This design comes from an exercise in tuning for small area, a short achievable clock period and few clock cycles per item on the open sky130 flow, not from production work. At most, simulation tests tie the RTL to the original design; equivalence was not proved. Only the layout flow was run in run 1; the RTL was not checked for function there. Power and IR drop assume default switching activity.

==> flow/design.v (outline; a module is shown in full before it is edited, if it fits) <==
// module tdc_le_conv: 1340 lines
// module tdc_ks_add: 40 lines
module tdc_le_conv (
  input  wire        clk,
  input  wire        rst,           
  input  wire        cmd_valid,
  output wire        cmd_ready,
  input  wire [1:0]  cmd_op,        
  input  wire        cmd_interp,    
  input  wire [11:0] cmd_a,         
  input  wire [12:0] cmd_b,         
  output reg         res_valid,
  output reg         res_pair,      
  output reg         res_ok,        
  output reg         res_void,      
  output reg         res_interp,
  output reg  [11:0] res_coarse,
  output reg  [8:0]  res_fine,
  output reg  [1:0]  res_frame      
);
  // ...
==> flow/flow/run.sh <==
#!/bin/bash
set -euo pipefail
SETUP_MARGIN=${SETUP_MARGIN:-8.4}
bash standard.sh SETUP_SLACK_MARGIN=$SETUP_MARGIN \
  "BUFFER_PORTS_ARGS=-buffer_cell sky130_fd_sc_hd__buf_2" finish > run_make.log 2>&1
==> flow/standard.sh <==
#!/bin/bash
# synth_recipe.tcl (not shown) runs the flow's synth.tcl, then flattens the netlist and writes it again
# the make line also repeats each setting of config.mk as NAME=value (left out here)
make -C /OpenROAD-flow-scripts/flow DESIGN_CONFIG=/design/flow/config.mk WORK_HOME=/design/flow/orfs CLKGATE_MAP_FILE= SYNTH_SCRIPT=/design/flow/synth_recipe.tcl "${@:-finish}"
==> flow/config.mk <==
export PLATFORM = sky130hd
export DESIGN_NAME = tdc_le_conv
export DESIGN_NICKNAME = tdc_le_conv
export VERILOG_FILES = /design/flow/design.v
export SDC_FILE = /design/flow/constraint.sdc
export NUM_CORES = 4
export LEC_CHECK = 0
export CAP_MARGIN = 20
export CORE_MARGIN = 2
export CORE_UTILIZATION = 40
export SLEW_MARGIN = 20
==> flow/constraint.sdc <==
create_clock -name core_clock -period 12.0 [get_ports {clk}]
set_input_delay 2.4000 -clock core_clock [delete_from_list [all_inputs] [get_ports {clk}]]
set_output_delay 2.4000 -clock core_clock [all_outputs]
set_load 0.01 [all_outputs]
==> results by group, run 1 <==
Clocking
  – Total clock buffers created by CTS: 209
  – Clk sink count: 2188
  – Root Buffer Master: sky130_fd_sc_hd__clkbuf_16
  – CTS tree: yes
  – Setup Fix Bufs, Post-CTS: 0
  – H-tree levels: 4

Route
  – Wire length after detailed routing: about 230000 um
  – Number of optimization iterations in the first detailed-route pass: 6
  – Met2 Wirelength: between 100000 and 150000 um
  – Number of DRC markers in iteration 0: 5798

Worst setup path
  – Last element of the critical path: res_void
  – CP max FO: 1
  – Startpoint Class: register
  – Slowest cell on the critical path: sky130_fd_sc_hd__dfxtp_4
  – Cell count of the worst reg-to-reg path: 9
  – Cell Chain, Critical Path: buf_6
  – CP Data Required Time: about 9600 ps

Layout
  – Fraction of the core area covered by cells at the end of the flow: 46.0%
  – Flip-flop and latch count: 2188
  – Area growth syn-to-layout: 14.2%
  – Ratio of cells with drive above 1 in the final layout: 10.7%

Placement
  – Total of buffers placed on input and output ports: 59
  – Placed Cells incl. Taps: roughly 8300
  – Post-DP HPWL: 139000 um

Logic synthesis
  – Dominant combinational cell family by area after synthesis: compound AO/OA/AOI/OAI gates
  – Basic-gate share of the synthesized area counting and, or, nand and nor cells: 6.91%
  – Cell area after technology mapping: 72800 um2

Pwr
  – Net switching fraction of the power: 33.7%
  – Static power due to leakage: ~32 nW
  – Switching Power: roughly 7.3 mW
  – Post-layout total power: roughly 22 mW

Timing
  – Setup repair after global routing missed its margin: yes
  – Final setup vio count: 0

Global route
  – Overflow after GRT: 0
  – Global-route track usage on met1: 33.2%
  – Maximum number of pins on one net before global-route repair: 70
  – Overall fraction of global-route tracks in use: 24.5%
  – Initial antenna violation count: 4
  – Met3 GRT Util: 5.04%

Floorplanning
  – Area of the core: approximately 180000 um2
  – FP Rows: 156
  – Tapcell Cnt: 2370

Status
  – Result of the run: timing/DRC/antenna clean
==> inputs of run 2 (changes only) <==
--- a/flow/design.v
+++ b/flow/design.v
@@ -50,18 +50,17 @@
   reg  [12:0] p1_b;                 
   wire [12:0] pd0  = {1'b0, f_b[11:0]} - {1'b0, f_a};             
   wire        acc0 = !pd0[12] && (pd0[11:0] >= 12'd768) && (pd0[11:0] <= 12'd1280);
   reg         fwd;                  
   wire [11:0] c1_0 = fwd ? p1_a : f_i ? st_c1[23:12] : st_c1[11:0];
   wire [12:0] m0   = {1'b0, c1_0} - {1'b0, f_b[11:0]};            
   wire [12:0] m1   = p1_b;
   wire [13:0] sc1  = {2'b00, p1_a} - 14'd7;                        
-  reg  [10:0] p1_d;
-  wire [10:0] rom_d = p1_d;
+  wire [10:0] rom_d = p1_b[10:0];
   wire [14:0] rom_q;
   wire rom_n0, rom_n1, rom_n2, rom_n3, rom_n4, rom_n5, rom_n6, rom_n7, rom_n8, rom_n9, rom_n10, rom_n11, rom_n12, rom_n13, rom_n14, rom_n15, rom_n16, rom_n17, rom_n18, rom_n19, rom_n20, rom_n21, rom_n22, rom_n23, rom_n24, rom_n25, rom_n26, rom_n27, rom_n28, rom_n29, rom_n30, rom_n31, rom_n32, rom_n33, rom_n34, rom_n35, rom_n36, rom_n37, rom_n38, rom_n39, rom_n40, rom_n41, rom_n42, rom_n43, rom_n44, rom_n45, rom_n46, rom_n47, rom_n48, rom_n49, rom_n50, rom_n51, rom_n52, rom_n53, rom_n54, rom_n55, rom_n56, rom_n57, rom_n58, rom_n59, rom_n60, rom_n61, rom_n62, rom_n63, rom_n64, rom_n65, rom_n66, rom_n67, rom_n68, rom_n69, rom_n70, rom_n71, rom_n72, rom_n73, rom_n74, rom_n75, rom_n76, rom_n77, rom_n78, rom_n79, rom_n80, rom_n81, rom_n82, rom_n83, rom_n84, rom_n85, rom_n86, rom_n87, rom_n88, rom_n89, rom_n90, rom_n91, rom_n92, rom_n93, rom_n94, rom_n95, rom_n96, rom_n97, rom_n98, rom_n99, rom_n100, rom_n101, rom_n102, rom_n103, rom_n104, rom_n105, rom_n106, rom_n107, rom_n108, rom_n109, rom_n110, rom_n111, rom_n112, rom_n113, rom_n114, rom_n115, rom_n116, rom_n117, rom_n118, rom_n119, rom_n120, rom_n121, rom_n122, rom_n123, rom_n124, rom_n125, rom_n126, rom_n127, rom_n128, rom_n129, rom_n130, rom_n131, rom_n132, rom_n133, rom_n134, rom_n135, rom_n136, rom_n137, rom_n138, rom_n139, rom_n140, rom_n141, rom_n142, rom_n143, rom_n144, rom_n145, rom_n146, rom_n147, rom_n148, rom_n149, rom_n150, rom_n151, rom_n152, rom_n153, rom_n154, rom_n155, rom_n156, rom_n157, rom_n158, rom_n159, rom_n160, rom_n161, rom_n162, rom_n163, rom_n164, rom_n165, rom_n166, rom_n167, rom_n168, rom_n169, rom_n170, rom_n171, rom_n172, rom_n173, rom_n174, rom_n175, rom_n176, rom_n177, rom_n178, rom_n179, rom_n180, rom_n181, rom_n182, rom_n183, rom_n184, rom_n185, rom_n186, rom_n187, rom_n188, rom_n189, rom_n190, rom_n191, rom_n192, rom_n193, rom_n194, rom_n195, rom_n196, rom_n197, rom_n198, rom_n199, rom_n200, rom_n201, rom_n202, rom_n203, rom_n204, rom_n205, rom_n206, rom_n207, rom_n208, rom_n209, rom_n210, rom_n211, rom_n212, rom_n213, rom_n214, rom_n215, rom_n216, rom_n217, rom_n218, rom_n219, rom_n220, rom_n221, rom_n222, rom_n223, rom_n224, rom_n225, rom_n226, rom_n227, rom_n228, rom_n229, rom_n230, rom_n231, rom_n232, rom_n233, rom_n234, rom_n235, rom_n236, rom_n237, rom_n238, rom_n239, rom_n240, rom_n241, rom_n242, rom_n243, rom_n244, rom_n245, rom_n246, rom_n247, rom_n248, rom_n249, rom_n250, rom_n251, rom_n252, rom_n253, rom_n254, rom_n255, rom_n256, rom_n257, rom_n258, rom_n259, rom_n260, rom_n261, rom_n262, rom_n263, rom_n264, rom_n265, rom_n266, rom_n267, rom_n268, rom_n269, rom_n270, rom_n271, rom_n272, rom_n273, rom_n274, rom_n275, rom_n276, rom_n277, rom_n278, rom_n279, rom_n280, rom_n281, rom_n282, rom_n283, rom_n284, rom_n285, rom_n286, rom_n287, rom_n288, rom_n289, rom_n290, rom_n291, rom_n292, rom_n293, rom_n294, rom_n295, rom_n296, rom_n297, rom_n298, rom_n299, rom_n300, rom_n301, rom_n302, rom_n303, rom_n304, rom_n305, rom_n306, rom_n307, rom_n308, rom_n309, rom_n310, rom_n311, rom_n312, rom_n313, rom_n314, rom_n315, rom_n316, rom_n317, rom_n318, rom_n319, rom_n320, rom_n321, rom_n322, rom_n323, rom_n324, rom_n325, rom_n326, rom_n327, rom_n328, rom_n329, rom_n330, rom_n331, rom_n332, rom_n333, rom_n334, rom_n335, rom_n336, rom_n337, rom_n338, rom_n339, rom_n340, rom_n341, rom_n342, rom_n343, rom_n344, rom_n345, rom_n346, rom_n347, rom_n348, rom_n349, rom_n350, rom_n351, rom_n352, rom_n353, rom_n354, rom_n355, rom_n356, rom_n357, rom_n358, rom_n359, rom_n360, rom_n361, rom_n362, rom_n363, rom_n364, rom_n365, rom_n366, rom_n367, rom_n368, rom_n369, rom_n370, rom_n371, rom_n372, rom_n373, rom_n374, rom_n375, rom_n376, rom_n377, rom_n378, rom_n379, rom_n380, rom_n381, rom_n382, rom_n383, rom_n384, rom_n385, rom_n386, rom_n387, rom_n388, rom_n389, rom_n390, rom_n391, rom_n392, rom_n393, rom_n394, rom_n395, rom_n396, rom_n397, rom_n398, rom_n399, rom_n400, rom_n401, rom_n402, rom_n403, rom_n404, rom_n405, rom_n406, rom_n407, rom_n408, rom_n409, rom_n410, rom_n411, rom_n412, rom_n413, rom_n414, rom_n415, rom_n416, rom_n417, rom_n418, rom_n419, rom_n420, rom_n421, rom_n422, rom_n423, rom_n424, rom_n425, rom_n426, rom_n427, rom_n428, rom_n429, rom_n430, rom_n431, rom_n432, rom_n433, rom_n434, rom_n435, rom_n436, rom_n437, rom_n438, rom_n439, rom_n440, rom_n441, rom_n442, rom_n443, rom_n444, rom_n445, rom_n446, rom_n447, rom_n448, rom_n449, rom_n450, rom_n451, rom_n452, rom_n453, rom_n454, rom_n455, rom_n456, rom_n457, rom_n458, rom_n459, rom_n460, rom_n461, rom_n462, rom_n463, rom_n464, rom_n465, rom_n466, rom_n467, rom_n468, rom_n469, rom_n470, rom_n471, rom_n472, rom_n473, rom_n474, rom_n475, rom_n476, rom_n477, rom_n478, rom_n479, rom_n480, rom_n481, rom_n482, rom_n483, rom_n484, rom_n485, rom_n486, rom_n487, rom_n488, rom_n489, rom_n490, rom_n491, rom_n492, rom_n493, rom_n494, rom_n495, rom_n496, rom_n497, rom_n498, rom_n499, rom_n500, rom_n501, rom_n502, rom_n503, rom_n504, rom_n505, rom_n506, rom_n507, rom_n508, rom_n509, rom_n510, rom_n511, rom_n512, rom_n513, rom_n514, rom_n515, rom_n516, rom_n517, rom_n518, rom_n519, rom_n520, rom_n521, rom_n522, rom_n523, rom_n524, rom_n525, rom_n526, rom_n527, rom_n528, rom_n529, rom_n530, rom_n531, rom_n532, rom_n533, rom_n534, rom_n535, rom_n536, rom_n537, rom_n538, rom_n539, rom_n540, rom_n541, rom_n542, rom_n543, rom_n544, rom_n545, rom_n546, rom_n547, rom_n548, rom_n549, rom_n550, rom_n551, rom_n552, rom_n553, rom_n554, rom_n555, rom_n556, rom_n557, rom_n558, rom_n559, rom_n560, rom_n561, rom_n562, rom_n563, rom_n564, rom_n565, rom_n566, rom_n567, rom_n568, rom_n569, rom_n570, rom_n571, rom_n572, rom_n573, rom_n574, rom_n575, rom_n576, rom_n577, rom_n578, rom_n579, rom_n580, rom_n581, rom_n582, rom_n583, rom_n584, rom_n585, rom_n586, rom_n587, rom_n588, rom_n589, rom_n590, rom_n591, rom_n592, rom_n593, rom_n594, rom_n595, rom_n596, rom_n597, rom_n598, rom_n599, rom_n600, rom_n601, rom_n602, rom_n603, rom_n604, rom_n605, rom_n606, rom_n607, rom_n608, rom_n609, rom_n610, rom_n611, rom_n612, rom_n613, rom_n614, rom_n615, rom_n616, rom_n617, rom_n618, rom_n619, rom_n620, rom_n621, rom_n622, rom_n623, rom_n624, rom_n625, rom_n626, rom_n627, rom_n628, rom_n629, rom_n630, rom_n631, rom_n632, rom_n633, rom_n634, rom_n635, rom_n636, rom_n637, rom_n638, rom_n639, rom_n640, rom_n641, rom_n642, rom_n643, rom_n644, rom_n645, rom_n646, rom_n647, rom_n648, rom_n649, rom_n650, rom_n651, rom_n652, rom_n653, rom_n654, rom_n655, rom_n656, rom_n657, rom_n658, rom_n659, rom_n660, rom_n661, rom_n662, rom_n663, rom_n664, rom_n665, rom_n666, rom_n667, rom_n668, rom_n669, rom_n670, rom_n671, rom_n672, rom_n673, rom_n674, rom_n675, rom_n676, rom_n677, rom_n678, rom_n679, rom_n680, rom_n681, rom_n682, rom_n683, rom_n684, rom_n685, rom_n686, rom_n687, rom_n688, rom_n689, rom_n690, rom_n691, rom_n692, rom_n693, rom_n694, rom_n695, rom_n696, rom_n697, rom_n698, rom_n699, rom_n700, rom_n701, rom_n702, rom_n703, rom_n704, rom_n705, rom_n706, rom_n707, rom_n708, rom_n709, rom_n710, rom_n711, rom_n712, rom_n713, rom_n714, rom_n715, rom_n716, rom_n717, rom_n718, rom_n719, rom_n720, rom_n721, rom_n722, rom_n723, rom_n724, rom_n725, rom_n726, rom_n727, rom_n728, rom_n729, rom_n730, rom_n731, rom_n732, rom_n733, rom_n734, rom_n735, rom_n736, rom_n737, rom_n738, rom_n739, rom_n740, rom_n741, rom_n742, rom_n743, rom_n744, rom_n745, rom_n746, rom_n747, rom_n748, rom_n749, rom_n750, rom_n751, rom_n752, rom_n753, rom_n754, rom_n755, rom_n756, rom_n757, rom_n758, rom_n759, rom_n760, rom_n761, rom_n762, rom_n763, rom_n764, rom_n765, rom_n766, rom_n767, rom_n768, rom_n769, rom_n770, rom_n771, rom_n772, rom_n773, rom_n774, rom_n775, rom_n776, rom_n777, rom_n778, rom_n779, rom_n780, rom_n781, rom_n782, rom_n783, rom_n784, rom_n785, rom_n786, rom_n787, rom_n788, rom_n789, rom_n790, rom_n791, rom_n792, rom_n793, rom_n794, rom_n795, rom_n796, rom_n797, rom_n798, rom_n799, rom_n800, rom_n801, rom_n802, rom_n803, rom_n804, rom_n805, rom_n806, rom_n807, rom_n808, rom_n809, rom_n810, rom_n811, rom_n812, rom_n813, rom_n814, rom_n815, rom_n816, rom_n817, rom_n818, rom_n819, rom_n820, rom_n821, rom_n822, rom_n823, rom_n824, rom_n825, rom_n826, rom_n827, rom_n828, rom_n829, rom_n830, rom_n831, rom_n832, rom_n833, rom_n834, rom_n835, rom_n836, rom_n837, rom_n838, rom_n839, rom_n840, rom_n841, rom_n842, rom_n843, rom_n844, rom_n845, rom_n846, rom_n847, rom_n848, rom_n849, rom_n850, rom_n851, rom_n852, rom_n853, rom_n854, rom_n855, rom_n856, rom_n857, rom_n858, rom_n859, rom_n860, rom_n861, rom_n862, rom_n863, rom_n864, rom_n865, rom_n866, rom_n867, rom_n868, rom_n869, rom_n870, rom_n871, rom_n872, rom_n873, rom_n874, rom_n875, rom_n876, rom_n877, rom_n878, rom_n879, rom_n880, rom_n881, rom_n882, rom_n883, rom_n884, rom_n885, rom_n886, rom_n887, rom_n888, rom_n889, rom_n890, rom_n891, rom_n892, rom_n893, rom_n894, rom_n895, rom_n896, rom_n897, rom_n898, rom_n899, rom_n900, rom_n901, rom_n902, rom_n903, rom_n904, rom_n905, rom_n906, rom_n907, rom_n908, rom_n909, rom_n910, rom_n911, rom_n912, rom_n913, rom_n914, rom_n915, rom_n916, rom_n917, rom_n918, rom_n919, rom_n920, rom_n921, rom_n922, rom_n923, rom_n924, rom_n925, rom_n926, rom_n927, rom_n928, rom_n929, rom_n930, rom_n931, rom_n932, rom_n933, rom_n934, rom_n935, rom_n936, rom_n937, rom_n938, rom_n939, rom_n940, rom_n941, rom_n942, rom_n943, rom_n944, rom_n945, rom_n946, rom_n947, rom_n948, rom_n949, rom_n950, rom_n951, rom_n952, rom_n953, rom_n954, rom_n955, rom_n956, rom_n957, rom_n958, rom_n959, rom_n960, rom_n961, rom_n962, rom_n963, rom_n964, rom_n965, rom_n966, rom_n967, rom_n968, rom_n969, rom_n970, rom_n971, rom_n972, rom_n973, rom_n974, rom_n975, rom_n976, rom_n977, rom_n978, rom_n979, rom_n980, rom_n981, rom_n982, rom_n983, rom_n984, rom_n985, rom_n986, rom_n987, rom_n988, rom_n989, rom_n990, rom_n991, rom_n992, rom_n993, rom_n994, rom_n995, rom_n996, rom_n997, rom_n998, rom_n999, rom_n1000, rom_n1001, rom_n1002, rom_n1003, rom_n1004, rom_n1005, rom_n1006, rom_n1007, rom_n1008, rom_n1009, rom_n1010, rom_n1011, rom_n1012, rom_n1013, rom_n1014, rom_n1015;
   assign rom_n990 = ~rom_d[2];
   assign rom_n989 = ~rom_d[4];
   assign rom_n988 = ~rom_d[3];
   assign rom_n987 = ~rom_d[0];
   assign rom_n986 = ~(rom_d[1] & rom_d[0]);
   assign rom_n985 = ~(rom_d[2] & rom_d[3]);
@@ -1246,17 +1245,16 @@
     if (f_load) begin
       f_op <= cmd_op;
       f_i  <= cmd_interp;
       f_a  <= cmd_a;
       f_b  <= cmd_b;
     end
     p1_i <= f_i;  p1_a <= f_a;
     p1_b <= f_pair ? pd0 : f_hit ? m0 : f_b;
-    p1_d <= pd0[10:0];
     if (p1_ok) begin
       if (p1_i) begin
         st_c1[23:12]  <= p1_a;
         st_q[17:9]    <= q1;
         st_h[21:11]   <= h1;
         st_rcp[29:15] <= rom_q;
       end else begin
         st_c1[11:0]   <= p1_a;
==> flow/flow/run.sh (replaced) <==
#!/bin/bash
set -euo pipefail
SETUP_MARGIN=${SETUP_MARGIN:-8.3}
bash standard.sh SETUP_SLACK_MARGIN=$SETUP_MARGIN \
  "BUFFER_PORTS_ARGS=-buffer_cell sky130_fd_sc_hd__buf_2" finish > run_make.log 2>&1
==> run 2 against run 1 <==
Net effect:
- worst hold slack worse by 20 ps
- total power shrank 2.7%
- wire length increased by 0.71%
- combinational power is 6.5% lower
- clock power fell by 2%
- via count up 0.78%
- synthesized area is 0.35% lower
- fmax up 1.3%
- highest routed layer is now met5
- cell count increased by 0.50%
- first-iteration DRC count increased by 4.8%
==> results by group, run 2 <==
Worst setup path
  – Cell count of the worst reg-to-reg path: 10 (+1)
  – CP max FO: 1 (unchanged)
  – Last element of the critical path: res_fine[0]
  – Buffers and inverters on the worst path: 1
  – Slowest cell on the critical path: sky130_fd_sc_hd__dfxtp_2
  – Cell Chain, Critical Path: buf_6
  – Crit path largest cell delay: 320 ps
  – Reg-to-reg critical path startpoint: p1_b[4]
  – Startpoint Class: register
  – CP Data Required Time: 9600 ps (about the same)
  – Crit-path leading delay family: flip-flops
  – Data arrival time of the critical path: 1300 ps
  – Slack of the worst reg-to-reg path: 8340 ps
  – Crit. Startpoint: res_fine[0]
  – Logic depth of the worst path, buffers included: 1
  – Type of element capturing the critical path: primary output
  – Endpoint of the lowest-slack register-to-register path: st_rcp[0]
  – Start-to-end type of the worst setup path: reg2out

Route
  – Via count: 51600
  – DRC violation count after routing: 0
  – Number of DRC markers in iteration 0: 6075 (+4.8%)
  – Detail Route Antenna Nets: 0
  – Via-per-instance ratio: approximately 5.9
  – Number of optimization iterations in the first detailed-route pass: 9 (+3)
  – Wire length per cell: about 27 um
  – Wire length after detailed routing: 235000 um (+0.71%)

Logic synthesis
  – Net count after synthesis: 6590
  – Most area-hungry cell type in the Yosys netlist: sky130_fd_sc_hd__dfxtp_1
  – Warning count from the yosys run: 11
  – Synth unique cells: 83
  – Primary FF master, synth: sky130_fd_sc_hd__dfxtp_1
  – Top cell type's share of synthesized area: 56.7%
  – Async set or reset register ratio after synthesis: 0%
  – Cell area after technology mapping: 72600 um2 (-0.35%)
  – Instance count of the mapped netlist: 6273
  – #FFs+latches synth: 2178
  – Average cell area after synthesis: ~12 um2
  – Share of the yosys chip area belonging to registers: 61.8%
  – Most repeated cell in the gate-level netlist after synthesis: sky130_fd_sc_hd__dfxtp_1
  – Count of flip-flops with a built-in enable after synthesis: 122
  – Dominant cells by area after synthesis: sky130_fd_sc_hd__dfxtp_1, sky130_fd_sc_hd__edfxtp_1, sky130_fd_sc_hd__a22oi_1
  – Most common library cells after synthesis: sky130_fd_sc_hd__dfxtp_1, sky130_fd_sc_hd__a22oi_1, sky130_fd_sc_hd__nand2_1, sky130_fd_sc_hd__clkbuf_1, sky130_fd_sc_hd__o21ai_0

Pwr
  – Power per Cell Area: approximately 250 nW/um2
  – Post-layout total power: 21.0 mW (-2.7%)
  – Static power due to leakage: 32.0 nW (-1.1%)
  – Worst supply voltage drop on vdd: 152 uV

Floorplanning
  – Vertical die dimension: 430 um
  – Die area: 185000 um2
  – Chip width: 430 um
  – Number of placed I/O pins: 60
  – Area of the core: 181000 um2 (-0.11%)
  – FP Rows: 156 (unchanged)
  – Initial core utilization: around two fifths

Clocking
  – CTS tree: yes
  – Clk sink count: 2178 (-0.46%)
  – Max clock buf depth: 3
  – H-tree levels: 4 (unchanged)
  – Root Buffer Master: sky130_fd_sc_hd__clkbuf_16
  – Clock input transition at the sequential cells of the worst setup and hold paths: 70 ps
  – Post-cts hold buffer count: 0
  – Total clock buffers created by CTS: 209 (unchanged)
  – Clock latency on the worst-skew pair: roughly 870 ps

Timing
  – Final period util: 30.8%
  – Final-report hold violation count: 0
  – Sum Neg Setup Slack: 0 ps
  – Worst slew margin relative to its limit: 22.5%
  – Smallest setup slack after layout: slightly above 8000 ps
  – Worst slew pin tran: 1160 ps
  – Final setup vio count: 0 (unchanged)
  – Max Clk Rate: ~270 MHz
  – WHS: 292 ps
  – Setup repair after global routing missed its margin: yes
  – Min Tclk post-route: roughly 3700 ps
  – Worst-case clock skew: 81.2 ps
  – Final Max Slew Viols: 0

Worst hold path
  – Type of the worst min-delay path: reg2reg

Placement
  – Post-DP HPWL: 140000 um (+0.90%)
  – GPL Wtd Cong: 0.964
  – Setup WS pre-CTS: 7990 ps
  – Total of buffers placed on input and output ports: 59 (unchanged)

Global route
  – Maximum number of pins on one net before global-route repair: 91 (+30%)
  – Number of global-route vias before repair: 51200
  – GRT busiest layer: met2
  – Global-route wire length before repair: 343000 um
  – Overflow after GRT: 0 (unchanged)
  – Overall fraction of global-route tracks in use: 24.8% (+0.27 points)
  – Global-route track usage on met1: 32.9% (-0.27 points)
  – Initial antenna violation count: 6 (+2)
  – M2 GR Usage: 38.6%
  – Met3 GRT Util: 4.83% (-0.21 points)

Status
  – Result of the run: timing/DRC/antenna clean

Layout
  – Top Registers: ring0 (832), ring1 (832), p3_sa (34)
  – Leading cell types in the layout, fill and taps excluded: sky130_fd_sc_hd__dfxtp_1, sky130_fd_sc_hd__a22oi_1, sky130_fd_sc_hd__nand2_1
  – Area taken by multi-input logic gates: 25500 um2
  – Number of fillers in the final layout: approximately 16000
  – Final net count: 6539
  – Fraction of the core area covered by cells at the end of the flow: 45.9% (-0.11 points)
  – Most common cell after layout, fill and taps aside: sky130_fd_sc_hd__dfxtp_1
  – Area growth syn-to-layout: 14.2% (about the same)
  – Ratio of cells with drive above 1 in the final layout: 10.3% (-0.43 points)
  – Sequential cell area: approximately 45000 um2

Job
  – # Max-Cap Violations: 0
run 2: cell types whose count changed in the layout (fill, tap and decap cells not counted), sizes merged, moves of 7 or more:
cell    before   now
o21ai      279   308
dfxtp     2066  2056
nand2      330   356
a221oi     330   290
a22o       321   286
a22oi      315   383
clkbuf     282   291
buf        137   154
xor2        65    55
clkinv      75    59
nor3b        3    10
nor3        85    70
run 2: kinds of logic after synthesis:
family | synth area share [%]
xor gates and xnor gates | 2.59
AOI/OAI and AO/OA | 17.5
adders and majority gates | 6.03
DFF | 61.8
buffers and inverters | 3.25
and+or+nand+nor | 7.04
muxes | 1.83
run 2: power by group:
part | switching, mW | total [mW] | internal (mW)
registers | 0.922 | 9.12 | 8.20
logic | 3.07 | 4.92 | 1.85
clock network | 2.94 | 6.96 | 4.02
run 2: worst min path at each step:
stage	start	to	slack (ps)	cells after the start
floorplan	p2_i	p3_i	310	0
finish	ring0[740]	ring0[727]	290	0
global route	ring1[662]	ring1[649]	300	0
CTS	ring1[662]	ring1[649]	290	0
global placement	p2_void	p3_void	310	0
detailed placement	p5_coarse[1]	p6_coarse[1]	310	0
run 2: repair_timing:
item,4_1_cts,5_1_grt
resized for setup,25,28
setup buffers,1,13
pin swaps,0,2
setup endpoints to repair,48,54
gates cloned,0,0
run 2: final cells by class:
class                      instances  share of cell area, %
sequential                      2178                   54.3
multi-input combinational       3470                   30.8
clock buffer                     291                   7.32
tap                             2370                   3.58
clock inverter                   101                   1.67
timing repair buffer             154                   1.43
inverter                         209                  0.957
antenna                            2                0.00604
run 2: stage by stage:
stage	area, um2	std cells
finish	82900	8775
global placement	75000	8364
detailed placement	75100	8366
floorplan	72600	6273
CTS	82600	8759
global route	82900	8774
run 2: metal layers:
metal / up-vias / share of wire [%]
met2: 2764 / 44
li1: 22700 / -
met4: 2 / 5.4
met1: 25500 / 41
met3: 677 / 8.9
met5: - / 0.0055
Testbench counts of run 2, summed over its fixed seeds: cycles 12,372, items 12,062.

-- what the ideal ports hide --
How much do the figures lean on ideal ports? The routed layouts below were timed once more, with nothing changed but the port constraints.
Step 1 (the two cells are an assumption about what drives the block):
set clk [get_ports {clk}]
set_driving_cell -lib_cell sky130_fd_sc_hd__clkbuf_16 $clk
set_driving_cell -lib_cell sky130_fd_sc_hd__buf_2 [delete_from_list [all_inputs] $clk]
Step 2 times the ports against the registers' clock, not the clock port: input delays grow and output delays shrink by t, the midpoint of the rising clock arrivals with the driver on.
Slacks: ideal / step 1 / step 2; pairs: ideal / step 1.
run	t (ns)	setup slack, ns	worst setup path at the end	latest minus earliest clock arrival (ns)	cell pins on the clock port's net
run 1	0.914	8.252 / 8.172 / 8.332	input to register	0.082 / 0.082	1
run 2	0.918	8.299 / 8.214 / 8.219	input to register	0.086 / 0.086	1
After both steps setup and hold are still met in every run listed. For run 2, which loses most, drivers alone change the setup slack by -0.085 ns; drivers and shift together by -0.080 ns.
